This design comes from an exercise in tuning for small area on the open sky130 flow, not from production work.
The RTL was checked by simulation tests, not by an equivalence proof against the original design.
No activity file was given, so power comes from the tool's default toggle rates. No driver is modelled on the clock port, so clocking that relies on it looks cheaper here than on a real chip.

## fb_speed
module fb_speed (
    input  wire        clk,
    input  wire        rst,             
    input  wire        edge_valid,
    input  wire [35:0] edge_t,          
    input  wire [35:0] edge_p,          
    input  wire        edge_neg,        
    input  wire        edge_new_run,    
    input  wire        ring_clear,      
    input  wire        rel_valid,
    output wire        rel_ready,
    input  wire [35:0] rel_s,           
    input  wire [3:0]  cfg_match,       
    input  wire [35:0] cfg_win,         
    input  wire [35:0] cfg_tmax,        
    output reg         done,
    output wire [35:0] speed,
    output reg         speed_valid,
    output reg         standstill,
    output wire [35:0] span
);
export LEC_CHECK = 0
export CAP_MARGIN = 20
export CORE_MARGIN = 2
export CORE_UTILIZATION = 60
export PLACE_DENSITY = 0.85
export SLEW_MARGIN = 20
export SYNTH_MEMORY_MAX_BITS = 16384
create_clock -name core_clock -period 20.0 [get_ports {clk}]
standard.sh (not shown) runs the stock make flow with config.mk's settings and CLKGATE_MAP_FILE= SYNTH_SCRIPT=/design/flow/synth_recipe.tcl, a recipe that flattens the netlist after the stock synthesis.
==> flow/flow/run.sh <==
#!/bin/bash
# Standard layout with two changes: the port buffers are the smallest
# buffer cell, and clock tree synthesis clusters more sinks per leaf buffer
# and adds no dummy loads.
bash standard.sh \
  "BUFFER_PORTS_ARGS=-buffer_cell sky130_fd_sc_hd__buf_1" \
  "CTS_ARGS=-sink_clustering_enable -repair_clock_nets -dont_use_dummy_load -sink_clustering_size 32 -sink_clustering_max_diameter 80" \
  finish > standard.log 2>&1
The first run went through all stages and came out clean.
Rerun with:
- PLACE_DENSITY: 0.85 -> default
Effect: Worst hold slack is about the same; setup slack is better by 250 ps; synthesized cell count does not change; fmax goes up by about 1.3%; first-iteration DRC count is lower by 28%; final area hardly moves; combinational power drops by about 4%; die area stays the same; utilization stays flat; sequential share of layout area stays flat.
Rerun with:
- ABC_AREA: default -> 1
The changed run completed without violations.
Routed wire length went up by 2.9%.
Clock-buffer cell count went down by 1.
Worst hold slack gains 3.8 ps.
Final cell count climbs by 4.3%.
Cell area climbs by 1.1%.
Synthesized cell count increases by 4.5%.
Area after synthesis grows by 0.97%.
Global-route usage grows by 0.51 points.
Worst setup slack loses 140 ps.
Die area rose by 0.96%.
First-iteration DRC count decreases by 11%.
Rerun with:
- ABC_AREA: 1 -> default
- CORE_UTILIZATION: 60 -> 55
Effect: The changed run ran to the end with no violations. Worst hold slack gets better by 10 ps. Final area goes down by about 0.7%. Routed wire length goes down by about 2%. Worst setup slack gets better by 60 ps. Clock-buffer cell count goes up by 3. Fmax goes up by about 0.3%.
Rerun with:
==> flow/flow/run.sh (replaced) <==
#!/bin/bash
# Standard layout with two changes: the port buffers are the smallest
# buffer cell, and clock tree synthesis clusters more sinks per leaf buffer
# and adds no dummy loads.
bash standard.sh \
  "BUFFER_PORTS_ARGS=-buffer_cell sky130_fd_sc_hd__buf_1" \
  "CTS_ARGS=-sink_clustering_enable -repair_clock_nets -dont_use_dummy_load -sink_clustering_size 36 -sink_clustering_max_diameter 60" \
  finish > standard.log 2>&1
- CORE_UTILIZATION: 55 -> 60
- PLACE_DENSITY: default -> 0.85
After rerunning: The changed run finished with timing, DRC and antenna clean. Design area stays flat. Hold slack gets worse by 25 ps. Sequential power barely changes. Power rises by 2.1%. Die area decreases by 8.2%. Clock skew climbs by 14 ps. Area after synthesis is unchanged.


Setup of north:
Another version of the RTL of fb_speed (not shown whole).
Size: ~4600 cells after synthesis, about 270 I/O pins, roughly 66000 um2 of cells after synthesis.
clock: 20.0 ns
lec_check: 0
cap_margin: 20
core_margin: 2
core_utilization: 60
slew_margin: 20
synth_memory_max_bits: 16384
==> flow/flow/run.sh <==
#!/bin/bash
# Standard layout with two changes: the port buffers are the smallest
# buffer cell, and clock tree synthesis clusters more sinks per leaf buffer
# and adds no dummy loads.
bash standard.sh \
  "BUFFER_PORTS_ARGS=-buffer_cell sky130_fd_sc_hd__buf_1" \
  "CTS_ARGS=-sink_clustering_enable -repair_clock_nets -dont_use_dummy_load -sink_clustering_size 30 -sink_clustering_max_diameter 100" \
  finish > standard.log 2>&1
#### Input delta (south over north)
- CORE_UTILIZATION changed from 60 to 70
--- a/flow/flow/run.sh
+++ b/flow/flow/run.sh
@@ -7 +7 @@
-  "CTS_ARGS=-sink_clustering_enable -repair_clock_nets -dont_use_dummy_load -sink_clustering_size 30 -sink_clustering_max_diameter 100" \
+  "CTS_ARGS=-sink_clustering_enable -repair_clock_nets -dont_use_dummy_load -sink_clustering_size 36 -sink_clustering_max_diameter 60" \
Notes after the runs:
south reached the end of the flow, and the finished layout is clean on the timing, design-rule and antenna checks.
south vs. north: starting density of the core now larger; post-route clock period utilization comparable.
Going from north to south, the sequential share of layout area was found to have gone down by 0.34 points.
The routed wire length of south falls short of that of north by 2.0%.
When south is measured against north, its share of power burned in the clock network turns out 1.5 points higher.
Diff north -> south | total met2 wirelength after detailed routing | decrease of 790 um
Diff north..south | count of multi-input combinational gates | unchanged
Against north, south reports a number of non-clock buffers in the layout that is lower.

separate check: timing with driven ports:
The results above use ideal ports. As a check the final layouts listed here were re-extracted and re-timed, cells and wires unchanged.
Step 1, drivers: a clkbuf_16 drives clk and a buf_2 each remaining input, both assumed.
Step 2 moves the port delays by t, midway between the first and last clock arrival at a register: inputs arrive t later, outputs are due t later. That takes back most of the time a late clock gives input paths.
Three values: no drivers, after step 1, after step 2; two values: the first two.
run | t (ns) | setup slack, ns | clock arrival spread, ns | worst data-port slew with drivers (ns) | pins driven straight from the clock port
the first run of note 1 | 0.760 | 0.458 / 0.458 / 0.458 | 0.079 / 0.079 | 0.10 | 1
the second run of note 1 | 0.749 | 0.706 / 0.706 / 0.706 | 0.076 / 0.076 | 0.11 | 1
the third run of note 1 | 0.768 | 0.566 / 0.566 / 0.566 | 0.073 / 0.073 | 0.14 | 1
the fourth run of note 1 | 0.778 | 0.627 / 0.627 / 0.627 | 0.074 / 0.075 | 0.12 | 1
the fifth run of note 1 | 0.769 | 0.466 / 0.466 / 0.466 | 0.100 / 0.101 | 0.12 | 1
north | 0.753 | 0.635 / 0.635 / 0.635 | 0.069 / 0.068 | 0.20 | 1
south | 0.777 | 0.632 / 0.632 / 0.632 | 0.091 / 0.090 | 0.19 | 1
After both steps every run listed still meets setup and hold.
